Background: an optimization exercise with open tools, aiming at small area and a short achievable clock period. Do not read the settings as production practice. The RTL was checked by simulation tests, not by an equivalence proof against the original design.

--- flow/run.sh ---
#!/bin/bash
# Standard layout, with a plain buffer (buf_1) on every port, and timing
# repair aiming for a setup slack margin.
set -euo pipefail
bash standard.sh "BUFFER_PORTS_ARGS=-buffer_cell sky130_fd_sc_hd__buf_1" SETUP_SLACK_MARGIN=8.8 finish > make_finish.log 2>&1
--- standard.sh ---
#!/bin/bash
# synth_recipe.tcl (not shown) runs the flow's synth.tcl, then flattens the netlist and writes it again
# the make line also repeats each setting of config.mk as NAME=value (left out here)
make -C /OpenROAD-flow-scripts/flow DESIGN_CONFIG=/design/flow/config.mk WORK_HOME=/design/flow/orfs CLKGATE_MAP_FILE= SYNTH_SCRIPT=/design/flow/synth_recipe.tcl "${@:-finish}"
--- config.mk ---
export PLATFORM = sky130hd
export DESIGN_NAME = fehel_flit_rx
export DESIGN_NICKNAME = fehel_flit_rx
export VERILOG_FILES = /design/flow/design.v
export SDC_FILE = /design/flow/constraint.sdc
export NUM_CORES = 4
export LEC_CHECK = 0
export CAP_MARGIN = 20
export CORE_MARGIN = 2
export CORE_UTILIZATION = 40
export SLEW_MARGIN = 20
--- constraint.sdc ---
create_clock -name core_clock -period 12.0 [get_ports {clk}]
set_input_delay 2.4000 -clock core_clock [delete_from_list [all_inputs] [get_ports {clk}]]
set_output_delay 2.4000 -clock core_clock [all_outputs]
set_load 0.01 [all_outputs]
--- design.v ---
module fehel_flit_rx (
    input  wire        clk,
    input  wire        rst,
    input  wire        in_valid,
    input  wire [63:0] in_data,
    output reg         res_valid,
    output reg         res_crc_ok,
    output wire        res_ctrl,
    output wire [3:0]  res_err,        
    output wire [4:0]  res_msgs,
    output wire [19:0] res_vc_slots,   
    output wire [11:0] res_fseq,
    output wire [11:0] res_fack
);
    reg  [63:0] u;
    wire [63:0] m_u;
    wire x64 = u[39] ^ u[59];
    wire x65 = u[0] ^ u[56];
    wire x66 = u[46] ^ u[51];
    wire x67 = u[47] ^ u[52];
    wire x68 = u[4] ^ u[58];
    wire x69 = u[8] ^ u[43];
    wire x70 = u[9] ^ u[44];
    wire x71 = u[21] ^ u[26];
    wire x72 = u[15] ^ u[45];
    wire x73 = u[22] ^ u[27];
    wire x74 = u[40] ^ u[60];
    wire x75 = u[41] ^ u[61];
    wire x76 = u[18] ^ u[32];
    wire x77 = u[19] ^ u[33];
    wire x78 = u[20] ^ u[34];
    wire x79 = u[50] ^ u[54];
    wire x80 = u[5] ^ u[12];
    wire x81 = u[48] ^ u[55];
    wire x82 = u[35] ^ u[63];
    wire x83 = u[16] ^ u[53];
    wire x84 = u[6] ^ u[29];
    wire x85 = u[7] ^ u[28];
    wire x86 = u[13] ^ u[49];
    wire x87 = u[10] ^ u[62];
    wire x88 = u[17] ^ u[42];
    wire x89 = u[23] ^ u[30];
    wire x90 = u[24] ^ u[31];
    wire x91 = u[25] ^ x76;
    wire x92 = u[11] ^ x66;
    wire x93 = u[14] ^ u[57];
    wire x94 = u[36] ^ x73;
    wire x95 = x67 ^ x72;
    wire x96 = x64 ^ x68;
    wire x97 = x71 ^ x82;
    wire x98 = u[1] ^ x69;
    wire x99 = u[2] ^ x70;
    wire x100 = u[38] ^ x65;
    wire x101 = x74 ^ x80;
    wire x102 = x77 ^ x79;
    wire x103 = x81 ^ x83;
    wire x104 = u[3] ^ x75;
    wire x105 = u[37] ^ x90;
    wire x106 = u[29] ^ x85;
    wire x107 = u[43] ^ x84;
    wire x108 = u[50] ^ x81;
    wire x109 = u[62] ^ x89;
    wire x110 = u[58] ^ x86;
    wire x111 = u[26] ^ x88;
    wire x112 = u[24] ^ x91;
    wire x113 = u[45] ^ x70;
    wire x114 = u[55] ^ x78;
    wire x115 = u[25] ^ u[42];
    wire x116 = x65 ^ x92;
    wire x117 = u[12] ^ u[37];
    wire x118 = u[10] ^ x100;
    wire x119 = u[7] ^ u[30];
    wire x120 = u[57] ^ x77;
    wire x121 = u[14] ^ x87;
    wire x122 = u[31] ^ x72;
    wire x123 = u[17] ^ x75;
    wire x124 = u[22] ^ u[36];
    wire x125 = x67 ^ x74;
    wire x126 = u[11] ^ u[46];
    wire x127 = u[6] ^ x69;
    wire x128 = u[51] ^ x94;
    wire x129 = u[19] ^ u[63];
    wire x130 = u[27] ^ u[56];
    wire x131 = u[44] ^ x64;
    wire x132 = u[20] ^ x90;
    wire x133 = u[4] ^ u[28];
    wire x134 = u[23] ^ x105;
    wire x135 = u[48] ^ x99;
    wire x136 = x71 ^ x88;
    wire x137 = u[5] ^ u[38];
    wire x138 = u[53] ^ x93;
    wire x139 = x84 ^ x96;
    wire x140 = u[16] ^ u[59];
    wire x141 = u[32] ^ x101;
    wire x142 = u[34] ^ x87;
    wire x143 = u[54] ^ x83;
    wire x144 = u[5] ^ x82;
    wire x145 = u[49] ^ x68;
    wire x146 = u[13] ^ x78;
    wire x147 = u[28] ^ u[45];
    wire x148 = u[0] ^ u[47];
    wire x149 = u[1] ^ u[11];
    wire x150 = u[6] ^ x85;
    wire x151 = u[16] ^ x93;
    wire x152 = u[40] ^ x80;
    wire x153 = u[3] ^ x103;
    wire x154 = x86 ^ x91;
    wire x155 = x73 ^ x104;
    wire x156 = u[35] ^ x71;
    wire x157 = u[9] ^ x97;
    wire x158 = u[30] ^ x116;
    wire x159 = x94 ^ x95;
    wire x160 = u[31] ^ u[33];
    wire x161 = u[60] ^ x102;
    wire x162 = x66 ^ x78;
    wire x163 = u[12] ^ u[53];
    wire x164 = u[3] ^ u[61];
    wire x165 = u[47] ^ x118;
    wire x166 = u[18] ^ u[25];
    wire x167 = u[42] ^ x65;
    wire x168 = u[26] ^ x107;
    wire x169 = u[39] ^ x108;
    wire x170 = u[56] ^ x68;
    wire x171 = u[52] ^ x66;
    wire x172 = x89 ^ x130;
    wire x173 = u[4] ^ x64;
    wire x174 = u[41] ^ x89;
    wire x175 = x67 ^ x98;
    wire x176 = x85 ^ x114;
    wire x177 = u[57] ^ x69;
    wire x178 = u[37] ^ x133;
    wire x179 = x83 ^ x121;
    wire x180 = u[41] ^ x76;
    wire x181 = u[48] ^ x70;
    wire x182 = u[63] ^ x92;
    wire x183 = x77 ^ x111;
    wire x184 = u[15] ^ x67;
    wire x185 = x145 ^ x161;
    wire x186 = u[8] ^ u[22];
    wire x187 = u[14] ^ x97;
    wire x188 = x65 ^ x125;
    wire x189 = u[40] ^ x79;
    wire x190 = u[23] ^ x95;
    wire x191 = x79 ^ x96;
    wire x192 = u[24] ^ u[47];
    wire x193 = u[1] ^ x86;
    wire x194 = x104 ^ x113;
    wire x195 = u[28] ^ u[46];
    wire x196 = x73 ^ x113;
    wire x197 = x102 ^ x119;
    wire x198 = u[10] ^ u[23];
    wire x199 = u[21] ^ u[35];
    wire x200 = x87 ^ x124;
    wire x201 = u[13] ^ x106;
    wire x202 = u[0] ^ x147;
    wire x203 = u[19] ^ u[21];
    wire x204 = u[10] ^ x82;
    wire x205 = x98 ^ x120;
    wire x206 = u[17] ^ x78;
    wire x207 = u[13] ^ x128;
    wire x208 = u[18] ^ x101;
    wire x209 = u[38] ^ x72;
    wire x210 = x109 ^ x149;
    wire x211 = u[2] ^ x75;
    wire x212 = u[15] ^ x129;
    wire x213 = x131 ^ x211;
    wire x214 = x151 ^ x152;
    wire x215 = u[11] ^ x80;
    wire x216 = u[56] ^ x91;
    wire x217 = x85 ^ x132;
    wire x218 = x128 ^ x216;
    wire x219 = u[52] ^ u[53];
    wire x220 = u[54] ^ x84;
    wire x221 = x101 ^ x134;
    wire x222 = x133 ^ x135;
    wire x223 = u[30] ^ x112;
    wire x224 = x102 ^ x176;
    wire x225 = x110 ^ x138;
    wire x226 = u[8] ^ x115;
    wire x227 = x92 ^ x156;
    wire x228 = x121 ^ x139;
    wire x229 = x106 ^ x114;
    wire x230 = x140 ^ x141;
    wire x231 = u[39] ^ x95;
    wire x232 = u[40] ^ x137;
    wire x233 = u[55] ^ x123;
    wire x234 = x70 ^ x178;
    wire x235 = u[39] ^ x84;
    wire x236 = x100 ^ x183;
    wire x237 = x142 ^ x181;
    wire x238 = x143 ^ x182;
    wire x239 = u[37] ^ x144;
    wire x240 = u[41] ^ x162;
    wire x241 = u[45] ^ x117;
    wire x242 = u[59] ^ u[62];
    wire x243 = u[61] ^ x88;
    wire x244 = x68 ^ x186;
    wire x245 = x143 ^ x146;
    wire x246 = u[7] ^ u[31];
    wire x247 = u[14] ^ x126;
    wire x248 = u[15] ^ u[27];
    wire x249 = u[42] ^ u[49];
    wire x250 = u[57] ^ x98;
    wire x251 = u[12] ^ x147;
    wire x252 = u[16] ^ x110;
    wire x253 = u[25] ^ x79;
    wire x254 = x127 ^ x160;
    wire x255 = u[29] ^ x111;
    wire x256 = u[59] ^ x76;
    wire x257 = u[2] ^ x69;
    wire x258 = u[27] ^ x95;
    wire x259 = u[26] ^ x146;
    wire x260 = u[31] ^ x83;
    wire x261 = x125 ^ x196;
    wire x262 = u[13] ^ u[58];
    wire x263 = u[19] ^ u[43];
    wire x264 = u[20] ^ x115;
    wire x265 = u[44] ^ x95;
    wire x266 = u[7] ^ x64;
    wire x267 = u[60] ^ x103;
    wire x268 = u[8] ^ u[32];
    wire x269 = u[34] ^ u[39];
    wire x270 = u[46] ^ u[54];
    wire x271 = u[49] ^ x150;
    wire x272 = x198 ^ x269;
    wire x273 = u[9] ^ u[18];
    wire x274 = u[35] ^ u[53];
    wire x275 = x75 ^ x126;
    wire x276 = x108 ^ x200;
    wire x277 = u[36] ^ x116;
    wire x278 = u[58] ^ x117;
    wire x279 = u[20] ^ x88;
    wire x280 = u[63] ^ x163;
    wire x281 = x81 ^ x166;
    wire x282 = x96 ^ x279;
    wire x283 = x171 ^ x202;
    wire x284 = u[38] ^ x117;
    wire x285 = x109 ^ x159;
    wire x286 = u[47] ^ x204;
    wire x287 = x64 ^ x79;
    wire x288 = x103 ^ x110;
    wire x289 = u[9] ^ x80;
    wire x290 = u[62] ^ x140;
    wire x291 = x112 ^ x123;
    wire x292 = u[6] ^ x166;
    wire x293 = u[50] ^ x87;
    wire x294 = u[63] ^ x73;
    wire x295 = u[17] ^ u[57];
    wire x296 = u[38] ^ x86;
    wire x297 = u[0] ^ x122;
    wire x298 = x80 ^ x118;
    wire x299 = u[44] ^ x184;
    wire x300 = u[60] ^ x76;
    wire x301 = u[61] ^ x99;
    wire x302 = x193 ^ x301;
    wire x303 = x72 ^ x81;
    wire x304 = x99 ^ x109;
    wire x305 = u[58] ^ x78;
    wire x306 = x105 ^ x173;
    wire x307 = x115 ^ x205;
    wire x308 = u[62] ^ x135;
    wire x309 = u[37] ^ x157;
    wire x310 = x74 ^ x154;
    wire x311 = u[22] ^ x98;
    wire x312 = u[7] ^ x155;
    wire x313 = u[51] ^ x167;
    wire x314 = u[33] ^ x74;
    wire x315 = u[2] ^ u[29];
    wire x316 = u[34] ^ x74;
    wire x317 = x64 ^ x94;
    wire x318 = x93 ^ x131;
    wire x319 = x93 ^ x170;
    wire x320 = x209 ^ x168;
    wire x321 = x169 ^ x208;
    wire x322 = x210 ^ x319;
    wire x323 = x207 ^ x320;
    wire x324 = x321 ^ x322;
    wire x325 = x323 ^ x324;
    wire x326 = x105 ^ x110;
    wire x327 = x150 ^ x171;
    wire x328 = x172 ^ x212;
    wire x329 = x213 ^ x214;
    wire x330 = x326 ^ x327;
    wire x331 = x328 ^ x329;
    wire x332 = x330 ^ x331;
    wire x333 = x111 ^ x173;
    wire x334 = x174 ^ x215;
    wire x335 = x153 ^ x175;
    wire x336 = x217 ^ x333;
    wire x337 = x334 ^ x218;
    wire x338 = x335 ^ x336;
    wire x339 = x337 ^ x338;
    wire x340 = x69 ^ x130;
    wire x341 = x219 ^ x120;
    wire x342 = x136 ^ x220;
    wire x343 = x340 ^ x154;
    wire x344 = x341 ^ x342;
    wire x345 = x221 ^ x222;
    wire x346 = x343 ^ x344;
    wire x347 = x345 ^ x346;
    wire x348 = u[10] ^ x137;
    wire x349 = x113 ^ x348;
    wire x350 = x155 ^ x168;
    wire x351 = x225 ^ x349;
    wire x352 = x223 ^ x224;
    wire x353 = x350 ^ x351;
    wire x354 = x352 ^ x353;
    wire x355 = u[44] ^ x122;
    wire x356 = x172 ^ x226;
    wire x357 = x227 ^ x355;
    wire x358 = x356 ^ x224;
    wire x359 = x228 ^ x357;
    wire x360 = x358 ^ x359;
    wire x361 = x90 ^ x177;
    wire x362 = x157 ^ x159;
    wire x363 = x229 ^ x361;
    wire x364 = x158 ^ x230;
    wire x365 = x362 ^ x363;
    wire x366 = x364 ^ x365;
    wire x367 = u[50] ^ x69;
    wire x368 = x160 ^ x91;
    wire x369 = x232 ^ x367;
    wire x370 = x179 ^ x227;
    wire x371 = x231 ^ x233;
    wire x372 = x234 ^ x368;
    wire x373 = x369 ^ x370;
    wire x374 = x371 ^ x372;
    wire x375 = x373 ^ x374;
    wire x376 = x152 ^ x180;
    wire x377 = x235 ^ x159;
    wire x378 = x237 ^ x376;
    wire x379 = x236 ^ x238;
    wire x380 = x377 ^ x378;
    wire x381 = x379 ^ x380;
    wire x382 = x124 ^ x100;
    wire x383 = x106 ^ x111;
    wire x384 = x184 ^ x179;
    wire x385 = x239 ^ x240;
    wire x386 = x382 ^ x383;
    wire x387 = x185 ^ x384;
    wire x388 = x385 ^ x386;
    wire x389 = x387 ^ x388;
    wire x390 = x242 ^ x241;
    wire x391 = x243 ^ x244;
    wire x392 = x187 ^ x188;
    wire x393 = x245 ^ x390;
    wire x394 = x391 ^ x392;
    wire x395 = x393 ^ x394;
    wire x396 = u[45] ^ x163;
    wire x397 = x123 ^ x189;
    wire x398 = x396 ^ x139;
    wire x399 = x157 ^ x397;
    wire x400 = x158 ^ x398;
    wire x401 = x399 ^ x400;
    wire x402 = u[41] ^ u[42];
    wire x403 = u[48] ^ x246;
    wire x404 = x402 ^ x247;
    wire x405 = x403 ^ x118;
    wire x406 = x168 ^ x190;
    wire x407 = x191 ^ x404;
    wire x408 = x405 ^ x406;
    wire x409 = x407 ^ x408;
    wire x410 = x119 ^ x192;
    wire x411 = x248 ^ x249;
    wire x412 = x92 ^ x103;
    wire x413 = x131 ^ x410;
    wire x414 = x411 ^ x141;
    wire x415 = x250 ^ x412;
    wire x416 = x413 ^ x414;
    wire x417 = x415 ^ x416;
    wire x418 = x123 ^ x251;
    wire x419 = x253 ^ x135;
    wire x420 = x188 ^ x252;
    wire x421 = x254 ^ x418;
    wire x422 = x419 ^ x420;
    wire x423 = x421 ^ x422;
    wire x424 = u[7] ^ x66;
    wire x425 = x108 ^ x138;
    wire x426 = x142 ^ x193;
    wire x427 = x256 ^ x424;
    wire x428 = x194 ^ x255;
    wire x429 = x425 ^ x426;
    wire x430 = x427 ^ x428;
    wire x431 = x429 ^ x430;
    wire x432 = u[18] ^ u[42];
    wire x433 = x82 ^ x432;
    wire x434 = x121 ^ x257;
    wire x435 = x433 ^ x258;
    wire x436 = x434 ^ x158;
    wire x437 = x185 ^ x435;
    wire x438 = x436 ^ x437;
    wire x439 = u[14] ^ u[18];
    wire x440 = x129 ^ x164;
    wire x441 = x195 ^ x439;
    wire x442 = x100 ^ x109;
    wire x443 = x260 ^ x440;
    wire x444 = x441 ^ x139;
    wire x445 = x259 ^ x442;
    wire x446 = x443 ^ x261;
    wire x447 = x444 ^ x445;
    wire x448 = x446 ^ x447;
    wire x449 = x79 ^ x124;
    wire x450 = x163 ^ x262;
    wire x451 = x263 ^ x92;
    wire x452 = x97 ^ x132;
    wire x453 = x150 ^ x256;
    wire x454 = x449 ^ x450;
    wire x455 = x233 ^ x451;
    wire x456 = x452 ^ x453;
    wire x457 = x454 ^ x165;
    wire x458 = x455 ^ x456;
    wire x459 = x457 ^ x458;
    wire x460 = u[32] ^ u[37];
    wire x461 = u[59] ^ x68;
    wire x462 = x71 ^ x460;
    wire x463 = x127 ^ x232;
    wire x464 = x264 ^ x461;
    wire x465 = x462 ^ x197;
    wire x466 = x265 ^ x463;
    wire x467 = x464 ^ x465;
    wire x468 = x466 ^ x467;
    wire x469 = x71 ^ x137;
    wire x470 = x266 ^ x469;
    wire x471 = x196 ^ x240;
    wire x472 = x254 ^ x267;
    wire x473 = x470 ^ x471;
    wire x474 = x472 ^ x473;
    wire x475 = u[56] ^ x199;
    wire x476 = x268 ^ x270;
    wire x477 = x243 ^ x272;
    wire x478 = x475 ^ x476;
    wire x479 = x271 ^ x477;
    wire x480 = x478 ^ x261;
    wire x481 = x479 ^ x480;
    wire x482 = u[23] ^ u[33];
    wire x483 = u[40] ^ u[45];
    wire x484 = x192 ^ x273;
    wire x485 = x274 ^ x482;
    wire x486 = x483 ^ x106;
    wire x487 = x177 ^ x275;
    wire x488 = x484 ^ x485;
    wire x489 = x276 ^ x486;
    wire x490 = x487 ^ x488;
    wire x491 = x489 ^ x490;
    wire x492 = u[29] ^ u[49];
    wire x493 = u[54] ^ x129;
    wire x494 = x192 ^ x492;
    wire x495 = x174 ^ x226;
    wire x496 = x278 ^ x493;
    wire x497 = x494 ^ x237;
    wire x498 = x495 ^ x496;
    wire x499 = x277 ^ x497;
    wire x500 = x498 ^ x499;
    wire x501 = u[15] ^ u[49];
    wire x502 = x273 ^ x501;
    wire x503 = x144 ^ x264;
    wire x504 = x502 ^ x128;
    wire x505 = x134 ^ x188;
    wire x506 = x503 ^ x228;
    wire x507 = x504 ^ x505;
    wire x508 = x506 ^ x507;
    wire x509 = u[21] ^ u[51];
    wire x510 = u[52] ^ u[55];
    wire x511 = x65 ^ x73;
    wire x512 = x75 ^ x129;
    wire x513 = x509 ^ x510;
    wire x514 = x96 ^ x241;
    wire x515 = x511 ^ x512;
    wire x516 = x513 ^ x112;
    wire x517 = x179 ^ x201;
    wire x518 = x514 ^ x515;
    wire x519 = x516 ^ x517;
    wire x520 = x518 ^ x519;
    wire x521 = u[27] ^ u[36];
    wire x522 = x521 ^ x102;
    wire x523 = x127 ^ x280;
    wire x524 = x281 ^ x282;
    wire x525 = x283 ^ x522;
    wire x526 = x523 ^ x524;
    wire x527 = x525 ^ x526;
    wire x528 = x78 ^ x126;
    wire x529 = x203 ^ x138;
    wire x530 = x181 ^ x284;
    wire x531 = x528 ^ x191;
    wire x532 = x271 ^ x529;
    wire x533 = x530 ^ x285;
    wire x534 = x531 ^ x532;
    wire x535 = x533 ^ x534;
    wire x536 = u[20] ^ u[21];
    wire x537 = x66 ^ x186;
    wire x538 = x536 ^ x106;
    wire x539 = x209 ^ x287;
    wire x540 = x537 ^ x286;
    wire x541 = x288 ^ x538;
    wire x542 = x539 ^ x221;
    wire x543 = x540 ^ x541;
    wire x544 = x542 ^ x543;
    wire x545 = x71 ^ x270;
    wire x546 = x145 ^ x289;
    wire x547 = x290 ^ x545;
    wire x548 = x250 ^ x258;
    wire x549 = x546 ^ x547;
    wire x550 = x291 ^ x548;
    wire x551 = x549 ^ x550;
    wire x552 = u[5] ^ u[59];
    wire x553 = x148 ^ x195;
    wire x554 = x262 ^ x552;
    wire x555 = x99 ^ x292;
    wire x556 = x293 ^ x294;
    wire x557 = x553 ^ x554;
    wire x558 = x183 ^ x267;
    wire x559 = x555 ^ x556;
    wire x560 = x557 ^ x558;
    wire x561 = x559 ^ x560;
    wire x562 = u[30] ^ x148;
    wire x563 = x164 ^ x295;
    wire x564 = x152 ^ x200;
    wire x565 = x212 ^ x296;
    wire x566 = x562 ^ x563;
    wire x567 = x176 ^ x191;
    wire x568 = x564 ^ x565;
    wire x569 = x566 ^ x567;
    wire x570 = x568 ^ x569;
    wire x571 = u[20] ^ u[30];
    wire x572 = u[41] ^ x140;
    wire x573 = x571 ^ x94;
    wire x574 = x97 ^ x177;
    wire x575 = x284 ^ x572;
    wire x576 = x297 ^ x573;
    wire x577 = x574 ^ x575;
    wire x578 = x576 ^ x577;
    wire x579 = u[62] ^ x76;
    wire x580 = x107 ^ x108;
    wire x581 = x122 ^ x136;
    wire x582 = x579 ^ x214;
    wire x583 = x234 ^ x580;
    wire x584 = x581 ^ x158;
    wire x585 = x582 ^ x583;
    wire x586 = x584 ^ x585;
    wire x587 = u[1] ^ u[17];
    wire x588 = u[31] ^ x66;
    wire x589 = x119 ^ x587;
    wire x590 = x107 ^ x120;
    wire x591 = x180 ^ x294;
    wire x592 = x588 ^ x589;
    wire x593 = x252 ^ x265;
    wire x594 = x590 ^ x591;
    wire x595 = x592 ^ x298;
    wire x596 = x593 ^ x594;
    wire x597 = x595 ^ x596;
    wire x598 = u[4] ^ x66;
    wire x599 = x242 ^ x94;
    wire x600 = x257 ^ x260;
    wire x601 = x598 ^ x141;
    wire x602 = x229 ^ x299;
    wire x603 = x599 ^ x600;
    wire x604 = x236 ^ x601;
    wire x605 = x602 ^ x603;
    wire x606 = x604 ^ x605;
    wire x607 = u[21] ^ u[28];
    wire x608 = u[33] ^ u[48];
    wire x609 = x295 ^ x607;
    wire x610 = x608 ^ x172;
    wire x611 = x235 ^ x300;
    wire x612 = x609 ^ x175;
    wire x613 = x194 ^ x239;
    wire x614 = x245 ^ x610;
    wire x615 = x611 ^ x612;
    wire x616 = x613 ^ x614;
    wire x617 = x615 ^ x616;
    wire x618 = u[43] ^ x80;
    wire x619 = x85 ^ x90;
    wire x620 = x248 ^ x274;
    wire x621 = x136 ^ x272;
    wire x622 = x618 ^ x619;
    wire x623 = x620 ^ x116;
    wire x624 = x161 ^ x621;
    wire x625 = x622 ^ x302;
    wire x626 = x623 ^ x624;
    wire x627 = x625 ^ x626;
    wire x628 = u[2] ^ u[11];
    wire x629 = u[35] ^ u[44];
    wire x630 = x84 ^ x87;
    wire x631 = x164 ^ x628;
    wire x632 = x629 ^ x114;
    wire x633 = x151 ^ x189;
    wire x634 = x251 ^ x630;
    wire x635 = x631 ^ x112;
    wire x636 = x175 ^ x632;
    wire x637 = x633 ^ x634;
    wire x638 = x207 ^ x635;
    wire x639 = x636 ^ x637;
    wire x640 = x638 ^ x639;
    wire x641 = u[3] ^ u[17];
    wire x642 = u[25] ^ u[41];
    wire x643 = x68 ^ x77;
    wire x644 = x117 ^ x219;
    wire x645 = x641 ^ x642;
    wire x646 = x303 ^ x643;
    wire x647 = x644 ^ x645;
    wire x648 = x187 ^ x201;
    wire x649 = x304 ^ x646;
    wire x650 = x647 ^ x277;
    wire x651 = x648 ^ x649;
    wire x652 = x650 ^ x651;
    wire x653 = u[0] ^ x87;
    wire x654 = x249 ^ x125;
    wire x655 = x127 ^ x287;
    wire x656 = x305 ^ x653;
    wire x657 = x134 ^ x153;
    wire x658 = x182 ^ x654;
    wire x659 = x655 ^ x656;
    wire x660 = x657 ^ x658;
    wire x661 = x659 ^ x660;
    wire x662 = u[5] ^ x70;
    wire x663 = x97 ^ x220;
    wire x664 = x266 ^ x662;
    wire x665 = x225 ^ x663;
    wire x666 = x664 ^ x285;
    wire x667 = x291 ^ x665;
    wire x668 = x666 ^ x667;
    wire x669 = x201 ^ x306;
    wire x670 = x238 ^ x298;
    wire x671 = x307 ^ x669;
    wire x672 = x670 ^ x671;
    wire x673 = u[4] ^ u[8];
    wire x674 = x79 ^ x673;
    wire x675 = x206 ^ x674;
    wire x676 = x190 ^ x675;
    wire x677 = x218 ^ x308;
    wire x678 = x676 ^ x677;
    wire x679 = u[5] ^ u[18];
    wire x680 = u[24] ^ u[49];
    wire x681 = x198 ^ x679;
    wire x682 = x680 ^ x120;
    wire x683 = x681 ^ x153;
    wire x684 = x283 ^ x682;
    wire x685 = x309 ^ x683;
    wire x686 = x684 ^ x685;
    wire x687 = u[17] ^ u[24];
    wire x688 = u[26] ^ u[54];
    wire x689 = x86 ^ x87;
    wire x690 = x89 ^ x263;
    wire x691 = x687 ^ x688;
    wire x692 = x101 ^ x138;
    wire x693 = x162 ^ x281;
    wire x694 = x689 ^ x690;
    wire x695 = x691 ^ x231;
    wire x696 = x692 ^ x693;
    wire x697 = x694 ^ x695;
    wire x698 = x696 ^ x697;
    wire x699 = u[19] ^ x130;
    wire x700 = x132 ^ x189;
    wire x701 = x275 ^ x292;
    wire x702 = x699 ^ x187;
    wire x703 = x288 ^ x299;
    wire x704 = x700 ^ x701;
    wire x705 = x702 ^ x703;
    wire x706 = x704 ^ x705;
    wire x707 = x85 ^ x137;
    wire x708 = x148 ^ x149;
    wire x709 = x203 ^ x107;
    wire x710 = x143 ^ x174;
    wire x711 = x707 ^ x708;
    wire x712 = x282 ^ x709;
    wire x713 = x710 ^ x711;
    wire x714 = x310 ^ x712;
    wire x715 = x713 ^ x714;
    wire x716 = u[14] ^ x81;
    wire x717 = x84 ^ x132;
    wire x718 = x136 ^ x716;
    wire x719 = x197 ^ x208;
    wire x720 = x213 ^ x311;
    wire x721 = x717 ^ x718;
    wire x722 = x719 ^ x720;
    wire x723 = x721 ^ x722;
    wire x724 = x203 ^ x114;
    wire x725 = x122 ^ x127;
    wire x726 = x304 ^ x313;
    wire x727 = x724 ^ x725;
    wire x728 = x310 ^ x312;
    wire x729 = x726 ^ x727;
    wire x730 = x728 ^ x729;
    wire x731 = u[4] ^ u[23];
    wire x732 = u[32] ^ u[46];
    wire x733 = u[52] ^ x77;
    wire x734 = x731 ^ x732;
    wire x735 = x97 ^ x151;
    wire x736 = x167 ^ x293;
    wire x737 = x733 ^ x734;
    wire x738 = x194 ^ x217;
    wire x739 = x311 ^ x735;
    wire x740 = x736 ^ x737;
    wire x741 = x738 ^ x739;
    wire x742 = x740 ^ x741;
    wire x743 = u[6] ^ u[8];
    wire x744 = u[14] ^ u[46];
    wire x745 = x743 ^ x744;
    wire x746 = x99 ^ x136;
    wire x747 = x146 ^ x280;
    wire x748 = x314 ^ x745;
    wire x749 = x169 ^ x746;
    wire x750 = x747 ^ x748;
    wire x751 = x165 ^ x223;
    wire x752 = x749 ^ x750;
    wire x753 = x751 ^ x752;
    wire x754 = u[25] ^ u[36];
    wire x755 = u[38] ^ u[55];
    wire x756 = x84 ^ x89;
    wire x757 = x148 ^ x199;
    wire x758 = x246 ^ x754;
    wire x759 = x755 ^ x104;
    wire x760 = x142 ^ x289;
    wire x761 = x756 ^ x757;
    wire x762 = x758 ^ x759;
    wire x763 = x760 ^ x761;
    wire x764 = x185 ^ x762;
    wire x765 = x763 ^ x764;
    wire x766 = u[6] ^ u[61];
    wire x767 = x119 ^ x149;
    wire x768 = x268 ^ x766;
    wire x769 = x144 ^ x767;
    wire x770 = x768 ^ x259;
    wire x771 = x276 ^ x306;
    wire x772 = x313 ^ x769;
    wire x773 = x770 ^ x771;
    wire x774 = x772 ^ x773;
    wire x775 = u[33] ^ u[52];
    wire x776 = x119 ^ x315;
    wire x777 = x775 ^ x122;
    wire x778 = x244 ^ x776;
    wire x779 = x154 ^ x169;
    wire x780 = x777 ^ x778;
    wire x781 = x309 ^ x779;
    wire x782 = x780 ^ x781;
    wire x783 = u[9] ^ u[12];
    wire x784 = x86 ^ x126;
    wire x785 = x783 ^ x142;
    wire x786 = x300 ^ x784;
    wire x787 = x139 ^ x153;
    wire x788 = x205 ^ x297;
    wire x789 = x785 ^ x786;
    wire x790 = x787 ^ x788;
    wire x791 = x789 ^ x790;
    wire x792 = x170 ^ x206;
    wire x793 = x247 ^ x197;
    wire x794 = x286 ^ x792;
    wire x795 = x230 ^ x302;
    wire x796 = x793 ^ x794;
    wire x797 = x795 ^ x796;
    wire x798 = u[40] ^ x89;
    wire x799 = x160 ^ x315;
    wire x800 = x96 ^ x98;
    wire x801 = x156 ^ x206;
    wire x802 = x798 ^ x799;
    wire x803 = x155 ^ x800;
    wire x804 = x801 ^ x802;
    wire x805 = x165 ^ x803;
    wire x806 = x804 ^ x805;
    wire x807 = u[3] ^ u[5];
    wire x808 = u[42] ^ u[57];
    wire x809 = x90 ^ x199;
    wire x810 = x807 ^ x808;
    wire x811 = x180 ^ x316;
    wire x812 = x809 ^ x810;
    wire x813 = x210 ^ x317;
    wire x814 = x811 ^ x812;
    wire x815 = x222 ^ x813;
    wire x816 = x814 ^ x815;
    wire x817 = u[2] ^ x77;
    wire x818 = x115 ^ x124;
    wire x819 = x104 ^ x107;
    wire x820 = x145 ^ x202;
    wire x821 = x204 ^ x817;
    wire x822 = x818 ^ x134;
    wire x823 = x141 ^ x819;
    wire x824 = x820 ^ x821;
    wire x825 = x822 ^ x823;
    wire x826 = x824 ^ x825;
    wire x827 = x162 ^ x167;
    wire x828 = x278 ^ x303;
    wire x829 = x314 ^ x112;
    wire x830 = x318 ^ x827;
    wire x831 = x828 ^ x312;
    wire x832 = x829 ^ x830;
    wire x833 = x831 ^ x832;
    wire x834 = x75 ^ x195;
    wire x835 = x156 ^ x170;
    wire x836 = x290 ^ x296;
    wire x837 = x316 ^ x834;
    wire x838 = x190 ^ x835;
    wire x839 = x836 ^ x837;
    wire x840 = x307 ^ x838;
    wire x841 = x839 ^ x840;
    wire x842 = u[24] ^ u[43];
    wire x843 = u[46] ^ u[50];
    wire x844 = u[60] ^ x75;
    wire x845 = x83 ^ x93;
    wire x846 = x148 ^ x842;
    wire x847 = x843 ^ x144;
    wire x848 = x305 ^ x844;
    wire x849 = x845 ^ x846;
    wire x850 = x255 ^ x317;
    wire x851 = x847 ^ x848;
    wire x852 = x849 ^ x308;
    wire x853 = x850 ^ x851;
    wire x854 = x852 ^ x853;
    wire x855 = u[22] ^ u[29];
    wire x856 = u[55] ^ x86;
    wire x857 = x88 ^ x164;
    wire x858 = x855 ^ x97;
    wire x859 = x178 ^ x215;
    wire x860 = x253 ^ x856;
    wire x861 = x857 ^ x318;
    wire x862 = x858 ^ x859;
    wire x863 = x860 ^ x165;
    wire x864 = x861 ^ x862;
    wire x865 = x863 ^ x864;
    assign m_u[0] = x325;
    assign m_u[1] = x332;
    assign m_u[2] = x339;
    assign m_u[3] = x347;
    assign m_u[4] = x354;
    assign m_u[5] = x360;
    assign m_u[6] = x366;
    assign m_u[7] = x375;
    assign m_u[8] = x381;
    assign m_u[9] = x389;
    assign m_u[10] = x395;
    assign m_u[11] = x401;
    assign m_u[12] = x409;
    assign m_u[13] = x417;
    assign m_u[14] = x423;
    assign m_u[15] = x431;
    assign m_u[16] = x438;
    assign m_u[17] = x448;
    assign m_u[18] = x459;
    assign m_u[19] = x468;
    assign m_u[20] = x474;
    assign m_u[21] = x481;
    assign m_u[22] = x491;
    assign m_u[23] = x500;
    assign m_u[24] = x508;
    assign m_u[25] = x520;
    assign m_u[26] = x527;
    assign m_u[27] = x535;
    assign m_u[28] = x544;
    assign m_u[29] = x551;
    assign m_u[30] = x561;
    assign m_u[31] = x570;
    assign m_u[32] = x578;
    assign m_u[33] = x586;
    assign m_u[34] = x597;
    assign m_u[35] = x606;
    assign m_u[36] = x617;
    assign m_u[37] = x627;
    assign m_u[38] = x640;
    assign m_u[39] = x652;
    assign m_u[40] = x661;
    assign m_u[41] = x668;
    assign m_u[42] = x672;
    assign m_u[43] = x678;
    assign m_u[44] = x686;
    assign m_u[45] = x698;
    assign m_u[46] = x706;
    assign m_u[47] = x715;
    assign m_u[48] = x723;
    assign m_u[49] = x730;
    assign m_u[50] = x742;
    assign m_u[51] = x753;
    assign m_u[52] = x765;
    assign m_u[53] = x774;
    assign m_u[54] = x782;
    assign m_u[55] = x791;
    assign m_u[56] = x797;
    assign m_u[57] = x806;
    assign m_u[58] = x816;
    assign m_u[59] = x826;
    assign m_u[60] = x833;
    assign m_u[61] = x841;
    assign m_u[62] = x854;
    assign m_u[63] = x865;
    reg  [5:0]  beat;
    wire        first = (beat == 6'd0);
    always @(posedge clk) begin
        if (in_valid)
            u <= (m_u | {64{first}}) ^ in_data;
    end
    wire crc_good = &u;
    reg        hdr_ev;     
    reg        slot_ev;    
    reg        last_ev;    
    reg  [7:0] op_r;
    reg  [4:0] len_r;
    always @(posedge clk) begin
        op_r  <= in_data[7:0];
        len_r <= in_data[12:8];
        if (rst) begin
            beat    <= 6'd0;
            hdr_ev  <= 1'b0;
            slot_ev <= 1'b0;
            last_ev <= 1'b0;
        end else begin
            hdr_ev  <= in_valid && first;
            slot_ev <= in_valid && beat[0] && (beat != 6'd63);
            last_ev <= in_valid && (beat == 6'd63);
            if (in_valid)
                beat <= beat + 6'd1;
        end
    end
    reg  [11:0] fseq;
    reg  [11:0] fack;
    reg         ctrl;
    reg         ftype_err;
    wire [3:0]  h_ftype = ~u[63:60];
    wire [4:0]  h_cont  = ~u[35:31];
    wire        h_data  = (h_ftype == 4'h0);
    always @(posedge clk) begin
        if (hdr_ev) begin
            fseq      <= ~u[59:48];
            fack      <= ~u[47:36];
            ctrl      <= (h_ftype == 4'h1);
            ftype_err <= (h_ftype > 4'h1);
        end
    end
    function op_known;
        input [7:0] op;
        begin
            case (op)
                8'h00, 8'h01, 8'h02, 8'h03, 8'h04, 8'h05,
                8'h10, 8'h11, 8'h12, 8'h13, 8'h14, 8'h1F,
                8'h20, 8'h21, 8'h22, 8'h23, 8'h24, 8'h25, 8'h2F,
                8'h30, 8'h31, 8'h32, 8'h33,
                8'h40, 8'h41, 8'h4F: op_known = 1'b1;
                default:             op_known = 1'b0;
            endcase
        end
    endfunction
    function len_ok;
        input [7:0] op;
        input [4:0] len;
        begin
            case (op)
                8'h10, 8'h21, 8'h30: len_ok = (len == 5'd4);
                8'h11, 8'h40:        len_ok = (len == 5'd16);
                8'h12:               len_ok = (len >= 5'd1) && (len <= 5'd16);
                8'h22:               len_ok = (len == 5'd5);
                8'h25, 8'h33:        len_ok = (len <= 5'd16);
                8'h32:               len_ok = (len == 5'd0) || (len == 5'd4);
                default:             len_ok = (len == 5'd0);
            endcase
        end
    endfunction
    reg         walking;
    reg  [4:0]  rem;
    reg         counted;
    reg  [1:0]  cur_vc;
    reg         cont_err;
    reg         opcode_err;
    reg         len_err;
    reg  [4:0]  msgs;
    reg  [4:0]  vc0, vc1, vc2, vc3;
    reg  [4:0]  carry;
    reg  [1:0]  carry_vc;
    wire        rem_nz  = (rem != 5'd0);
    wire        known   = op_known(op_r);
    wire        lok     = len_ok(op_r, len_r);
    wire        has_vc  = (op_r[7:4] != 4'h0);
    wire [1:0]  op_vc   = op_r[5:4] - 2'd1;
    wire        step    = slot_ev && walking;
    wire        s_cont  = step && rem_nz;
    wire        s_msg   = step && !rem_nz && known && lok;
    wire        inc     = (s_cont && counted) || (s_msg && has_vc);
    wire [1:0]  inc_vc  = rem_nz ? cur_vc : op_vc;
    always @(posedge clk) begin
        if (hdr_ev) begin
            walking    <= h_data;
            rem        <= h_data ? h_cont : 5'd0;
            cont_err   <= h_data && (h_cont != carry);
            counted    <= h_data && (h_cont == carry);
            cur_vc     <= carry_vc;
            opcode_err <= 1'b0;
            len_err    <= 1'b0;
            msgs       <= 5'd0;
            vc0        <= 5'd0;
            vc1        <= 5'd0;
            vc2        <= 5'd0;
            vc3        <= 5'd0;
        end else if (step) begin
            if (rem_nz) begin
                rem <= rem - 5'd1;
            end else if (!known) begin
                opcode_err <= 1'b1;
                walking    <= 1'b0;
            end else if (!lok) begin
                len_err    <= 1'b1;
                walking    <= 1'b0;
            end else begin
                rem <= len_r;
                if (op_r != 8'h00)
                    msgs <= msgs + 5'd1;
                counted <= has_vc;
                if (has_vc)
                    cur_vc <= op_vc;
            end
            if (inc && inc_vc == 2'd0) vc0 <= vc0 + 5'd1;
            if (inc && inc_vc == 2'd1) vc1 <= vc1 + 5'd1;
            if (inc && inc_vc == 2'd2) vc2 <= vc2 + 5'd1;
            if (inc && inc_vc == 2'd3) vc3 <= vc3 + 5'd1;
        end
    end
    wire any_err = ftype_err | cont_err | opcode_err | len_err;
    always @(posedge clk) begin
        res_crc_ok <= crc_good;
        if (rst) begin
            res_valid <= 1'b0;
            carry     <= 5'd0;
            carry_vc  <= 2'd0;
        end else begin
            res_valid <= last_ev;
            if (last_ev && crc_good) begin
                if (any_err) begin
                    carry    <= 5'd0;
                    carry_vc <= 2'd0;
                end else if (!ctrl) begin
                    carry    <= rem;
                    carry_vc <= cur_vc;
                end
            end
        end
    end
    assign res_ctrl     = ctrl;
    assign res_err      = {len_err, opcode_err, cont_err, ftype_err};
    assign res_msgs     = msgs;
    assign res_vc_slots = {vc3, vc2, vc1, vc0};
    assign res_fseq     = fseq;
    assign res_fack     = fack;
endmodule
==> metrics.md, run 1 <==
| Metric | Value |
|---|---|
| Post-synth EDFFs | 100 |
| Async SR Flop Fraction | 0% |
| Final instance area | 0.0183 mm² |
| Crit path max fanout | 2 |
| Iter 0 DRT Violations | 1156 |
| I/O pins | 123 |
| Slowest cell on the critical path | edfxtp_1 |
| #FFs+latches synth | 159 |
| Fin. max-slew vios | 0 |
| Worst-Skew Late Latency | 470 ps |
| Area after DPL | 0.0160 mm² |
| Via count | 11500 |
| Family with the most delay on the worst path | flip-flops |
| FP Rows | 71 |
| Post-synth top cells | xnor2_1, xor2_1, edfxtp_1 |
| Synthesized area per cell | 10.3 µm² |
| Synthesized area | 0.0152 mm² |
| Seq/Total Area, Yosys | 27.4% |
| Area growth, synth to finish | 19.9% |
| Max Freq | 291 MHz |
| H-tree Lvls | 4 |
| Final period utilization | 28.6% |
| Routability cong. | 1.06 |
| First-pass GRT wire length | 85.1 mm |
| Relative max-transition margin | 35.5% |
| Post-DRT Antenna Nets | 0 |
| Met1 GRT Util | 40.3% |
| WHS Path Cells | 1 |
| Final Skew | 22.6 ps |
| Syn nets | 1563 |
| Post-synth cell types | 65 |
| Die height | 199 µm |
| Synth top area cells | xnor2_1, edfxtp_1, xor2_1 |
| TritonRoute pass-1 iters | 5 |
| Fillers | 3628 |
| Global-route met2 utilization | 49.7% |
| Drt total wl | 61.7 mm |
| Die area | 0.0397 mm² |
| DRC violations left | 0 |
| Initial antenna violation count | 0 |
| Critical path depth | 1 |
| Share of the synthesized area in the top cell type | 38.5% |
| Most common cell in the netlist | xnor2_1 |
| Layer with the highest usage | met2 |
| HP Class | flip-flop to flip-flop |
| Cells along the critical path | clkbuf_2 |
| CP Class | flip-flop to primary output |
| Sum of buffers and inverters on the critical path | 1 |
| Nets | 1767 |
| Setup TNS | 0 ps |
| Die Wd | 199 µm |
| Met3 Use GR | 5.54% |
| Clock slew at reported path FFs | 70 ps |
| Worst EP required | 9600 ps |
| WL/cell | 27.9 µm |
| Setup-failing EPs final | 0 |
| Inserted Clock Buffers | 17 |
| Grt ovf | 0 |
| Predominant post-synthesis flop cell | edfxtp_1 |
| Pin count of the biggest net entering global routing | 66 |
| Max Root-Sink Buffers | 2 |
| Slew @ Worst Pin | 968 ps |
| # Max-Cap Violations | 0 |
| Vias per inst | 5.22 |
| CTS tree | built |
| Min Clock Period, post-route | 3430 ps |
| Yosys warns | 1 |
| RSZ-0062 raised after global routing | true |
| CTS root buf | clkbuf_16 |
| Worst Hold Slack | 469 ps |
| Crit path arrival time | 1030 ps |
| Post-DP HPWL | 46.2 mm |
| IO Port Bufs | 122 |
| Ratio of cells with drive above 1 in the final layout | 21.4% |
| DP Worst Slack | 8000 ps |
| Fin worst setup slack | 8570 ps |
| Critical path startpoint category | flip-flop |
| Starting Density | 40.6% |
| Status | no timing/DRC/antenna violations |
| Number of global-route vias before repair | 11300 |
| Hold Violations, Final | 0 |
| GR Util All Layers | 31.6% |
| Worst R2R Path Depth | 8 |
| Crit end category | primary output |
| Synth Instances | 1482 |
| Biggest area consumer among synthesized cells | xnor2_1 |
| CP peak stage delay | 420 ps |
| Core area | 0.0376 mm² |
| CTS sink count | 159 |
## placed cells by master (no fill, tap or decap), types with 16 or more instances in the layout
cell / synthesis / routed
xnor2_1: 670 / 654
buf_4: 28 / 132
xor2_1: 135 / 128
edfxtp_1: 100 / 100
nor2_1: 99 / 99
buf_1: 4 / 68
xnor2_2: 20 / 33
inv_1: 32 / 32
dfxtp_2: 0 / 30
dfxtp_1: 59 / 29
buf_6: 0 / 29
a21oi_1: 27 / 27
nand3_1: 25 / 25
clkbuf_2: 0 / 24
nand4_1: 21 / 21
o21ai_0: 20 / 20
nand2_1: 19 / 19
clkbuf_16: 0 / 19
xor2_4: 11 / 16
xnor2_4: 13 / 16
or3_1: 16 / 16
## cells by family (layout without fill, tap and decap cells)
family / Yosys count / count (layout) / synth area share [%]
xor gates and xnor gates: 871 / 871 / 55.5
and+or+nand+nor: 232 / 232 / 7.67
AOI/OAI and AO/OA: 80 / 80 / 3.66
buffers and inverters: 119 / 336 / 4.06
muxes: 7 / 7 / 0.468
DFF: 159 / 159 / 27.4
adders and majority gates: 14 / 14 / 1.15
other: 0 / 1 / 0
## state kept, by name (all words and copies together), names as in the netlist, 2 cells and up, named ones only
name / flops
fack: 12
msgs: 5
fseq: 12
vc2: 5
cur_vc: 2
rem: 5
len_r: 5
vc3: 5
op_r: 8
carry: 5
carry_vc: 2
u: 64
vc1: 5
vc0: 5
beat: 6
## final cells by class
type	count	area (µm²)	area share [%]
Clock buffer	18	429	2.35
Clock inverter	14	126	0.691
Inverter	34	128	0.698
Antenna cell	1	2.50	0.0137
Tap cell	511	639	3.50
Multi-Input combinational cell	1204	10700	58.6
Timing Repair Buffer	270	2030	11.1
Sequential cell	159	4220	23.1
## final timing paths
kind	from	end	slack, ps
setup / recovery	ftype_err	res_err[0]	8570
hold / removal	last_ev	res_valid	470
setup reg to reg	u[43]	u[48]	8770
hold reg to reg	last_ev	res_valid	470
## through the flow
step | utilization (%) | cells
after floorplan | - | 1482
after global placement | 42.7 | 2055
after detailed placement | 42.7 | 2055
after CTS | 46.9 | 2157
after global routing | 48.6 | 2210
final | 48.7 | 2211
## layer usage
layer	routed length, µm	part of all wire [%]
met4	4150	6.7
met2	27900	45
met3	5320	8.6
met1	24400	39
met5	0	0
## timing repair
item	in CTS	in global routing
resized for setup	105	43
hold buffers	0	0
setup buffers	70	51
pin swaps	5	5
endpoints found under the setup margin	129	109
cloned	0	2
endpoints found under the hold margin	0	0
==> inputs of run 2 (changes only) <==
==> run.sh (new file) <==
#!/bin/bash
# synth_recipe.tcl (not shown) runs the flow's synth.tcl, then flattens the netlist and writes it again
# the make line also repeats each setting of config.mk as NAME=value (left out here)
make -C /OpenROAD-flow-scripts/flow DESIGN_CONFIG=/design/flow/config.mk WORK_HOME=/design/flow/orfs CLKGATE_MAP_FILE= SYNTH_SCRIPT=/design/flow/synth_recipe.tcl finish
removed: flow/run.sh
removed: standard.sh
==> metrics.md, run 2 <==
| Metric | Value |
|---|---|
| # Max-Cap Violations | 0 (unchanged) |
| CTS sink count | 159 (unchanged) |
| Drt total wl | 62.5 mm (+1.2%) |
| IO Port Bufs | 122 (unchanged) |
| Fin. max-slew vios | 0 (unchanged) |
| Area growth, synth to finish | 14.6% |
| Grt ovf | 0 (unchanged) |
| Synth Instances | 1482 (unchanged) |
| Reg-to-reg endpoint | u[1] |
| Worst R2R Path Depth | 8 (unchanged) |
| Crit path max fanout | 4 (+2) |
| Initial antenna violation count | 0 (unchanged) |
| Die height | 199 µm (unchanged) |
| Final period utilization | 32.0% (+3.4 points) |
| GR Util All Layers | 32.2% (+0.56 points) |
| #FFs+latches synth | 159 (unchanged) |
| Predominant post-synthesis flop cell | edfxtp_1 |
| Worst EP required | 9600 ps (about the same) |
| Vias per inst | 5.24 (+0.36%) |
| HP Class | flip-flop to flip-flop |
| Worst-Skew Late Latency | 470 ps (about the same) |
| Biggest regs | u x64, fack x12, fseq x12 |
| Biggest area consumer among synthesized cells | xnor2_1 |
| Async SR Flop Fraction | 0% (unchanged) |
| First-pass GRT wire length | 86.0 mm (+1.1%) |
| Synth top area cells | xnor2_1, edfxtp_1, xor2_1 |
| Min Clock Period, post-route | 3850 ps (+412 ps) |
| Via count | 11000 (-5.0%) |
| Postcts setup bufs | 0 (-100%) |
| Max reg flops | 64 (unchanged) |
| Final Skew | 15.8 ps (-6.81 ps) |
| # diodes | 0 (-1) |
| Slowest cell on the critical path | clkdlybuf4s50_1 |
| I/O pins | 123 (unchanged) |
| Clock slew at reported path FFs | 70 ps (about the same) |
| RSZ-0062 raised after global routing | false |
| CTS root buf | clkbuf_16 |
| Post-DRT Antenna Nets | 0 (unchanged) |
| CP peak stage delay | 570 ps (+150 ps) |
| Starting Density | 40.6% (unchanged) |
| Iter 0 DRT Violations | 1045 (-9.6%) |
| WL/cell | 29.8 µm (+6.8%) |
| Routed wire length on met3 | 3.95 mm (-26%) |
| Core area | 0.0376 mm² (unchanged) |
| Relative max-transition margin | 20.7% (-15 points) |
| DRC violations left | 0 (unchanged) |
| Metal2 WL | 28.8 mm (+3.1%) |
| Syn nets | 1563 (unchanged) |
| Number of hold buffers added after CTS | 0 (unchanged) |
| Family with the most delay on the worst path | buffers and inverters |
| Nets | 1651 (-6.6%) |
| Die Wd | 199 µm (unchanged) |
| Most frequent cells in the layout | xnor2_1, xor2_1, clkdlybuf4s50_1 |
| Crit path arrival time | 1450 ps (+420 ps) |
| Cells along the critical path | clkdlybuf4s50_1 |
| Hold Violations, Final | 0 (unchanged) |
| FF-to-FF setup slack | 8270 ps (-500 ps) |
| Max Root-Sink Buffers | 2 (unchanged) |
| Yosys warns | 1 (unchanged) |
| Status | no timing/DRC/antenna violations |
| Post-cts repair resize count | 0 (-100%) |
| Ratio of cells with drive above 1 in the final layout | 8.97% (-12 points) |
| Inserted Clock Buffers | 17 (unchanged) |
| Post-synth cell types | 65 (unchanged) |
| Number of global-route vias before repair | 11000 (-3.4%) |
| Uppermost routed layer | met4 |
| Die area | 0.0397 mm² (unchanged) |
| WHS Path Cells | 1 (unchanged) |
| Hold worst-path end | res_valid |
| Reg2reg start | u[13] |
| Pin count of the biggest net entering global routing | 66 (unchanged) |
| Setup TNS | 0 ps (unchanged) |
| Post-DP HPWL | 48.9 mm (+5.8%) |
| HP Start | last_ev |
| Synthesized area | 0.0152 mm² (unchanged) |
| Crit end category | primary output |
| Synthesized area per cell | 10.3 µm² (unchanged) |
| Share of the synthesized area in the top cell type | 38.5% (unchanged) |
| Biggest register | u |
| TritonRoute pass-1 iters | 5 (unchanged) |
| Post-synth EDFFs | 100 (unchanged) |
| FP Rows | 71 (unchanged) |
| Post-synth top cells | xnor2_1, xor2_1, edfxtp_1 |
| M1 WL | 25.3 mm (+3.8%) |
| Critical path startpoint category | flip-flop |
| Sum of buffers and inverters on the critical path | 1 (unchanged) |
| CTS tree | built |
| CP Class | flip-flop to primary output |
| Routability cong. | 1.03 (-3.2%) |
| Slew @ Worst Pin | 1180 ps (+213 ps) |
| Most common cell after layout, fill and taps aside | xnor2_1 |
| Seq/Total Area, Yosys | 27.4% (unchanged) |
| Final core occ | 46.5% (-2.1 points) |
| Max Freq | 260 MHz (-11%) |
| H-tree Lvls | 4 (unchanged) |
| Setup-failing EPs final | 0 (unchanged) |
| Most common cell in the netlist | xnor2_1 |
==> run 2: layout make-up <==
type,instances,area [µm²]
multi-input cells,1204,10400
inverters,34,128
clock inverters,13,165
clock buffers,19,454
fillers,3566,20100
well taps,511,639
repair buffers,154,1460
flip-flops and latches,159,4190
==> run 2: logic make-up after synthesis <==
logic type | Yosys count | synth area share, %
xor+xnor | 871 | 55.5
simple gates | 232 | 7.67
flops | 159 | 27.4
buf+inv | 119 | 4.06
compound gates | 80 | 3.66
fa+ha+maj | 14 | 1.15
mux | 7 | 0.468
==> run 2: routing by layer <==
layer,GRT usage (%),up-vias
li1,-,4906
met5,0,-
met4,20.3,0
met2,52.4,511
met1,40.0,5383
met3,4.79,175
==> run 2: through the flow <==
step | cells | cell area (µm²) | worst slack, ps | hold WS [ps]
floorplan | 1482 | 15200 | 8650 | 438
global placement | 2062 | 16800 | 7820 | 460
detailed placement | 2062 | 16900 | 7810 | 460
CTS | 2094 | 17500 | 8110 | 470
global route | 2094 | 17500 | 8100 | 482
finish | 2094 | 17500 | 8150 | 467
==> run 2: worst max-delay path by stage <==
stage | startpoint | end | depth (start not counted)
4_1_cts | ftype_err | res_err[0] | 1
3_5_place_dp | in_valid | beat[4] | 6
5_1_grt | ftype_err | res_err[0] | 1
2_1_floorplan | in_valid | beat[5] | 4
3_3_place_gp | in_valid | beat[4] | 6
6_report | msgs[2] | res_msgs[2] | 1
==> inputs of run 3 (changes only) <==
==> flow/run.sh (new file) <==
#!/bin/bash
# Standard layout, with a plain buffer (buf_1) on every port instead of the
# default port buffer cell.
set -euo pipefail
bash standard.sh "BUFFER_PORTS_ARGS=-buffer_cell sky130_fd_sc_hd__buf_1" finish > make_finish.log 2>&1
==> standard.sh (new file) <==
#!/bin/bash
# synth_recipe.tcl (not shown) runs the flow's synth.tcl, then flattens the netlist and writes it again
# the make line also repeats each setting of config.mk as NAME=value (left out here)
make -C /OpenROAD-flow-scripts/flow DESIGN_CONFIG=/design/flow/config.mk WORK_HOME=/design/flow/orfs CLKGATE_MAP_FILE= SYNTH_SCRIPT=/design/flow/synth_recipe.tcl "${@:-finish}"
removed: run.sh
==> metrics.md, run 3 <==
| Metric | Value |
|---|---|
| Status | no timing/DRC/antenna violations |
| # Max-Cap Violations | 0 (unchanged) |
| Share of the synthesized area in the top cell type | 38.5% (unchanged) |
| Initial antenna violation count | 0 (unchanged) |
| Max Root-Sink Buffers | 2 (unchanged) |
| Die area | 0.0397 mm² (unchanged) |
| Via count | 11000 (+0.027%) |
| Hold Violations, Final | 0 (unchanged) |
| Vias per inst | 5.28 (+0.75%) |
| Number of hold buffers added after CTS | 0 (unchanged) |
| HP Class | flip-flop to flip-flop |
| Worst-Skew Late Latency | 470 ps (about the same) |
| Fillers | 3686 (+3.4%) |
| Final Skew | 15.2 ps (-0.656 ps) |
| Number of global-route vias before repair | 10800 (-1.6%) |
| Post-synth top cells | xnor2_1, xor2_1, edfxtp_1 |
| CP Launch Point | in_valid |
| CP Class | input port to flip-flop |
| Worst EP required | 12390 ps (+2790 ps) |
| Biggest register | u |
| Async SR Flop Fraction | 0% (unchanged) |
| Setup-failing EPs final | 0 (unchanged) |
| Biggest regs | u x64, fack x12, fseq x12 |
| Post-Synth Simple-Gate Area | 7.67% (unchanged) |
| Synthesized area | 0.0152 mm² (unchanged) |
| Min Clock Period, post-route | 3860 ps (+18.5 ps) |
| Relative max-transition margin | 21.6% (+0.86 points) |
| Crit path arrival time | 4250 ps (+2800 ps) |
| Iter 0 DRT Violations | 1059 (+1.3%) |
| Max Freq | 259 MHz (-0.48%) |
| Post-synth cell types | 65 (unchanged) |
| CTS sink count | 159 (unchanged) |
| H-tree Lvls | 4 (unchanged) |
| Syn nets | 1563 (unchanged) |
| Finished Layout Cells | 2079 (-0.72%) |
| DP Worst Slack | 7660 ps (-147 ps) |
| Reg2reg start | u[53] |
| Yosys warns | 1 (unchanged) |
| I/O pins | 123 (unchanged) |
| Final core occ | 44.0% (-2.5 points) |
| Die height | 199 µm (unchanged) |
| DRC violations left | 0 (unchanged) |
| Synth Instances | 1482 (unchanged) |
| Post-cts repair resize count | 0 (unchanged) |
| Fin. max-slew vios | 0 (unchanged) |
| Largest family of logic cells by synthesized area | XOR/XNOR gates |
| Setup TNS | 0 ps (unchanged) |
| Reg-to-reg endpoint | u[10] |
| Post-Place Cells | 2048 (-0.68%) |
| Clock slew at reported path FFs | 70 ps (about the same) |
| First-pass GRT wire length | 80.5 mm (-6.4%) |
| #FFs+latches synth | 159 (unchanged) |
| # diodes | 0 (unchanged) |
| Worst Hold Slack | 475 ps (+7.88 ps) |
| Mux contribution to synthesized area | 0.468% (unchanged) |
| Predominant post-synthesis flop cell | edfxtp_1 |
| Grt ovf | 0 (unchanged) |
| Seq/Total Area, Yosys | 27.4% (unchanged) |
| Post-synth EDFFs | 100 (unchanged) |
| Critical path startpoint category | input port |
| Synthesized area per cell | 10.3 µm² (unchanged) |
| Postcts setup bufs | 0 (unchanged) |
| Area growth, synth to finish | 8.54% |
| Area share of xor/xnor cells in the synthesized design | 55.5% (unchanged) |
| Worst R2R Path Depth | 8 (unchanged) |
| CTS root buf | clkbuf_16 |
| Area taken by multi-input logic gates | 0.0104 mm² (about the same) |
| Nets | 1637 (-0.85%) |
| Reg area | 0.00419 mm² (unchanged) |
| Ratio of cells with drive above 1 in the final layout | 8.04% (-0.93 points) |
| IO Port Bufs | 122 (unchanged) |
| Most common cell after layout, fill and taps aside | xnor2_1 |
| Setup crit end | beat[5] |
| GR Util All Layers | 29.9% (-2.3 points) |
| TritonRoute pass-1 iters | 5 (unchanged) |
| Drt total wl | 57.9 mm (-7.3%) |
| Core area | 0.0376 mm² (unchanged) |
| Pin count of the biggest net entering global routing | 66 (unchanged) |
| Starting Density | 40.6% (unchanged) |
| FP Rows | 71 (unchanged) |
| Final period utilization | 32.2% (+0.15 points) |
| Synth top area cells | xnor2_1, edfxtp_1, xor2_1 |
| Biggest area consumer among synthesized cells | xnor2_1 |
| Die Wd | 199 µm (unchanged) |
| Routability cong. | 1.11 (+8.5%) |
| Most common cell in the netlist | xnor2_1 |
| FF-to-FF setup slack | 8270 ps (about the same) |
| Adder-cell share of the synthesized area | 1.15% (unchanged) |
| Slew @ Worst Pin | 1170 ps (-12.7 ps) |
| Max reg flops | 64 (unchanged) |
| Crit path max fanout | 37 (+33) |
| CTS tree | built |
| WL/cell | 27.8 µm (-6.7%) |
| Most frequent cells in the layout | xnor2_1, xor2_1, buf_1 |
| RSZ-0062 raised after global routing | false |
| Fin worst setup slack | 8140 ps (-18.5 ps) |
| Inserted Clock Buffers | 17 (unchanged) |
| Crit end category | flip-flop |
| Post-DP HPWL | 44.8 mm (-8.4%) |
| Post-DRT Antenna Nets | 0 (unchanged) |
| Synth Area in Compound Gates | 3.66% (unchanged) |
[run 3: cell counts after synthesis]
No cell type changed its count.
[run 3: cell families after synthesis]
group                      after synthesis
buffers and inverters                  119
AOI/OAI and AO/OA                       80
muxes                                    7
and+or+nand+nor                        232
adders and majority gates               14
DFF                                    159
xor gates and xnor gates               871
[run 3: area by class of cell]
| type | instances | share of cell area (%) |
|---|---|---|
| inverters | 34 | 0.771 |
| repair buffers | 140 | 3.61 |
| clock buffers | 17 | 2.57 |
| flip-flops and latches | 159 | 25.3 |
| multi-input cells | 1204 | 63.1 |
| clock inverters | 14 | 0.779 |
| well taps | 511 | 3.86 |
[run 3: metal layers]
layer	part of all wire [%]	global-route usage (%)	routed length (µm)
met4	6.6	17.7	3810
met3	8.4	5.87	4840
met1	41	38.4	23500
met2	44	46.5	25700
met5	0	0	0
[run 3: worst max-delay path: stages]
cell	delay (ps)
clkbuf_4	510
buf_4	540
nand4_1	240
or3_1	390
a21oi_1	140
[run 3: worst min-delay path by stage]
stage	depth (start not counted)	end	start	slack, ps
global route	1	res_valid	last_ev	500
floorplan	1	res_valid	last_ev	440
CTS	1	res_valid	last_ev	480
detailed placement	1	res_valid	last_ev	470
finish	1	res_valid	last_ev	480
global placement	2	vc1[4]	vc1[4]	460
[run 3: stage by stage]
| stage | area [µm²] |
|---|---|
| 6_report | 16500 |
| 5_1_grt | 16500 |
| 4_1_cts | 16500 |
| 3_5_place_dp | 16000 |
| 3_3_place_gp | 16000 |
| 2_1_floorplan | 15200 |

-- what the ideal ports hide --
The flow's constraints put no driver on any port. The routed layouts listed below were extracted and timed again, unchanged, in two steps.
Step 1: set_driving_cell puts a clkbuf_16 on clk and a buf_2 on each other input, an assumption about the parent block.
Step 2 adds t to the input delays and takes it off the output delays; t is the mean of the earliest and latest rising clock arrival at the registers after step 1. Input paths then give back, and output paths get back, about the clock's delay inside the block.
Slacks: ideal / step 1 / step 2; pairs: ideal / step 1.
run	t, ns	setup WS [ns]	clock arrival spread, ns	worst data-port slew with drivers (ns)	cell pins on the clock port's net
run 1	0.518	8.567 / 8.512 / 8.402	0.023 / 0.023	0.04	1
run 2	0.522	8.155 / 8.097 / 7.875	0.016 / 0.015	0.06	1
run 3	0.514	8.136 / 8.168 / 7.654	0.016 / 0.016	0.04	1
After both steps every run listed still meets setup and hold. The setup slack of run 3, which loses most, moves by +0.032 ns with the drivers and by -0.482 ns with both steps.
